Source: an optimization exercise on an open RTL-to-GDS flow (aim: small area). Production flows keep margins and buffers that such runs may drop. RTL that was checked went through simulation tests only; none was proved equivalent to the original. Power is estimated from default activity; no workload was simulated.

Setup of P:
// ce_alu
module ce_alu (
    input  wire        clk,
    input  wire        rst,         
    input  wire        in_valid,
    output wire        in_ready,
    input  wire [7:0]  op,
    input  wire [1:0]  sz,          
    input  wire [31:0] a,           
    input  wire [31:0] b,           
    input  wire [31:0] c,           
    input  wire [4:0]  flags_in,    
    output reg         out_valid,
    output wire [31:0] result,
    output reg  [4:0]  flags_out,
    output reg         wr_d,
    output reg  [1:0]  exc          
);
Settings: LEC_CHECK=0, CAP_MARGIN=5, CORE_MARGIN=2, CORE_UTILIZATION=55, GPL_TIMING_DRIVEN=0, SLEW_MARGIN=5; clock period 10.0 ns.
standard.sh (not shown) runs the stock make flow with config.mk's settings and CLKGATE_MAP_FILE= SYNTH_SCRIPT=/design/flow/synth_recipe.tcl, a recipe that flattens the netlist after the stock synthesis.
==> flow/flow/run.sh <==
#!/bin/bash
# Layout flow: the standard ORFS layout (standard.sh's make targets and
# settings), with two changes that only affect cell area:
#  1. synthesis maps the logic with an area-oriented ABC script
#     (flow/abc_area.script) instead of ORFS's delay-oriented one; everything
#     else in synthesis (front end, flop mapping, flattening, renaming) is
#     ORFS's and the standard flow's synthesis unchanged, so the registers keep the
#     standard synthesis's names and cell types;
#  2. the port buffers that placement inserts on every input and output are
#     sky130_fd_sc_hd__buf_1 instead of the resizer's default pick;
#  3. clock tree synthesis builds the tree from sky130_fd_sc_hd__clkbuf_8
#     and adds no dummy loads.
# Each tool's output goes to a log file of its own in this folder.
set -euo pipefail
W=$(pwd)
ABC_SCRIPT=${ABC_SCRIPT_FILE:-$W/flow/abc_area.script}
PORT_BUF=${PORT_BUF_CELL:-sky130_fd_sc_hd__buf_1}

# ORFS's synth.tcl with only the ABC script replaced
sed "s#^source \$::env(SCRIPTS_DIR)/synth_preamble.tcl\$#source \$::env(SCRIPTS_DIR)/synth_preamble.tcl\nset abc_args [lreplace \$abc_args 1 1 $ABC_SCRIPT]#" \
    "$FLOW_HOME/scripts/synth.tcl" > "$W/synth_area_core.tcl"
grep -q "lreplace" "$W/synth_area_core.tcl"
# The standard flow's synthesis wrapper, sourcing the copy above
sed "s#\$::env(SCRIPTS_DIR)/synth.tcl#$W/synth_area_core.tcl#" synth_recipe.tcl > "$W/synth_area.tcl"
grep -q "synth_area_core" "$W/synth_area.tcl"
# The standard flow's config plus the port buffer choice
cp config.mk "$W/config_area.mk"
echo "export BUFFER_PORTS_ARGS = -buffer_cell $PORT_BUF" >> "$W/config_area.mk"
echo "export CTS_ARGS = -sink_clustering_enable -repair_clock_nets -buf_list ${CTS_BUF:-sky130_fd_sc_hd__clkbuf_8} -dont_use_dummy_load" >> "$W/config_area.mk"
# standard.sh with that synthesis script and config
sed -e "s#SYNTH_SCRIPT=[^ ]*#SYNTH_SCRIPT=$W/synth_area.tcl#" \
    -e "s#DESIGN_CONFIG=[^ ]*#DESIGN_CONFIG=$W/config_area.mk#" standard.sh > "$W/standard_area.sh"
grep -q "config_area.mk" "$W/standard_area.sh"

bash "$W/standard_area.sh" synth > "$W/synth.log" 2>&1
bash "$W/standard_area.sh" > "$W/layout.log" 2>&1
test -f out/final.def
==> flow/flow/abc_area.script <==
strash
&get -n
&fraig -x
&put
scorr
dc2
dretime
strash
dch -f
dc2
dch -f
&get -n
&dch -f
&nf
&put
topo
stime -c
upsize -c
dnsize -c
P: PASS, flow complete, no timing, DRC or antenna violations
Input-level comparison between Q and P:
Settings: changing CORE_UTILIZATION from 55 to 35.
==> flow/flow/abc_area.script <==
strash
&get -n
&fraig -x
&put
scorr
dc2
dretime
strash
&get -n
&dch -f
&nf
&put
topo
stime -c
upsize -c
dnsize -c
Notes after the runs:
- The final worst-path setup slack in Q was higher than what P gave.
- Between P and Q, the flow reports area of all placed cells without fillers increasing by a few percent.
- In Q, the arrival time at the worst endpoint came out 370 ps below the value in P.
- The routability congestion estimate on P is in line with that on Q.
- On layout overhead on the synthesized area, the lower figure sits with P, not Q.
- What P reported for die height has to be multiplied by 1.3 to get the figure for Q.
- Summary — total half-perimeter wirelength after legalization and detailed placement, Q relative to P: higher, by 1500 um.
- Q ends up with a met2 usage in global routing that is 20 points lower than in P.
- P → Q: synthesized cell count has increased; transition time at the pin with the least slew margin has increased; fraction of standard cell area that is sequential has decreased.
Relative to Q, the following input files were edited for R:
diff --git a/flow/flow/abc_area.script b/flow/flow/abc_area.script
--- a/flow/flow/abc_area.script
+++ b/flow/flow/abc_area.script
@@ -8,0 +9,3 @@
+dch -f
+dc2
+dch -f
Findings:
Max cell count after synthesis across Q and R: Q
R — sequential share of layout area 0.45 points higher, Q as reference
Between Q and R, worst setup timing slack at the placement stage decreased.
Clock skew for R: 4.4 ps down relative to Q
Of Q and R, the run reporting the higher clock power share was Q.
Re number of global-route vias before repair: Q was higher than R.
Setup slack sits lower in R than in Q.
When R is measured against Q, its count of nets after finishing turns out 20 lower.
Cmp R vs Q: via count lower in R
Die: R smaller than Q
On met2 global-route usage, the higher figure sits with Q, not R.
diff inputs: R => S
Settings: SLEW_MARGIN changed from 5 to 0; CAP_MARGIN changed from 5 to 0.
As far as worst hold slack goes, S and R are indistinguishable; the numbers are identical. Going from R to S, first-iteration detailed-routing DRC count did not really move; synthesized cell count did not really move; post-CTS repair timing setup buffer count did not really move; global route total overflow did not really move; clock power did not really move. The relative contribution of combinational cells to total power was comparable across S and R. Diff S..R | total power after layout | unchanged. Diff S..R | clock-buffer cell count | unchanged. As far as number of clock sinks seen by CTS is concerned, R and S perform about the same.

run 1:
ce_alu, a different RTL version from the one above (not shown whole).
Size: about 830 cells after synthesis, ~84 flip-flops, ~160 I/O pins.
clock: 10.0 ns
lec_check: 0
cap_margin: 20
core_margin: 2
core_utilization: 35
gpl_timing_driven: 0
slew_margin: 20
==> flow/flow/abc_area.script <==
strash
&get -n
&fraig -x
&put
scorr
dc2
dretime
strash
dch -f
dc2
dch -f
&get -n
&dch -f
&nf
&put
topo
stime -c
upsize -c
dnsize -c
Scripts as last shown in full above: flow/flow/run.sh
[inputs] run 2 vs run 1
Settings: a change of CAP_MARGIN from 20 to 10; a change of SLEW_MARGIN from 20 to 10.
--- a/flow/flow/abc_area.script
+++ b/flow/flow/abc_area.script
@@ -7,7 +7,4 @@
 dretime
 strash
-dch -f
-dc2
-dch -f
 &get -n
 &dch -f
==> run summary <==
- Diff run 2..run 1 | adder-cell share of the synthesized area | negligible
- On delay of the slowest cell on the worst path: run 2 sits below run 1.
- Between run 2 and run 1, the required time at the worst-slack endpoint does not differ in any meaningful way.
- [compare] base=run 1 new=run 2: highest ir drop seen on vdd shows an increase of about 0.6%, post-synth design cell area went up, count of clock-buffer cells in the layout has remained practically unchanged, cell area after layout neither gained nor lost much.
Inputs modified between run 2 and run 3:
Settings: changing SLEW_MARGIN from 10 to 5; changing CAP_MARGIN from 10 to 5.
==> comparison <==
- Run 3 and run 2 ended up with roughly the same cell area after layout.
- Compared to run 2, the routing of run 3 uses more wire.
- Final period utilization: run 3 vs run 2, no meaningful difference
- NOTE non-clock buffer count run 2->run 3 increased slightly
Edits applied to the flow inputs when going from run 3 to run 4:
Settings: swapping 5 for 20 in CAP_MARGIN; swapping 5 for 20 in SLEW_MARGIN.
## What came out
- Compared run 3 against run 4; cell count within noise.
- On largest incremental delay on the critical path, run 3 and run 4 are basically level.
- The met3 layer usage reported by global route of run 3 and that of run 4 are within noise of each other.
- Per the comparison of run 4 with run 3, remaining max-slew budget at the tightest pin +13 points; non-clock buffer count now larger; cell area power density went down 0.61%.
Function was not checked in any run of this note: the RTL went through the layout flow alone.

-- afterwards: timing with drivers on the ports --
No port has a modelled driver above. Below, the same layouts with a new extraction and two added sets of constraints. Step 1 sets driving cells, clkbuf_16 on the clock port and buf_2 on the other inputs (assumed; they add their load-dependent delay and slew). Step 2 moves the port delays by t, midway between the first and last clock arrival at a register: inputs arrive t later, outputs are due t later. That takes back most of the time a late clock gives input paths. Three values: ideal ports, drivers, drivers and shift; two values: the first two.
run	t (ns)	setup slack, ns	hold slack, ns
P	0.411	0.186 / 0.199 / -0.212	0.311 / 0.311 / 0.311
Q	0.400	0.578 / 0.595 / 0.194	0.319 / 0.319 / 0.319
R	0.411	0.429 / 0.446 / 0.035	0.320 / 0.320 / 0.320
S	0.411	0.429 / 0.446 / 0.035	0.320 / 0.320 / 0.320
run 1	0.413	0.537 / 0.553 / 0.140	0.314 / 0.314 / 0.314
run 2	0.407	0.436 / 0.451 / 0.043	0.315 / 0.315 / 0.315
run 3	0.405	0.441 / 0.457 / 0.052	0.316 / 0.316 / 0.316
run 4	0.404	0.483 / 0.500 / 0.096	0.307 / 0.307 / 0.307
Met with ideal ports but missed after step 2: setup timing in P. The setup slack of P, which loses most, moves by +0.013 ns with the drivers and by -0.398 ns with both steps.
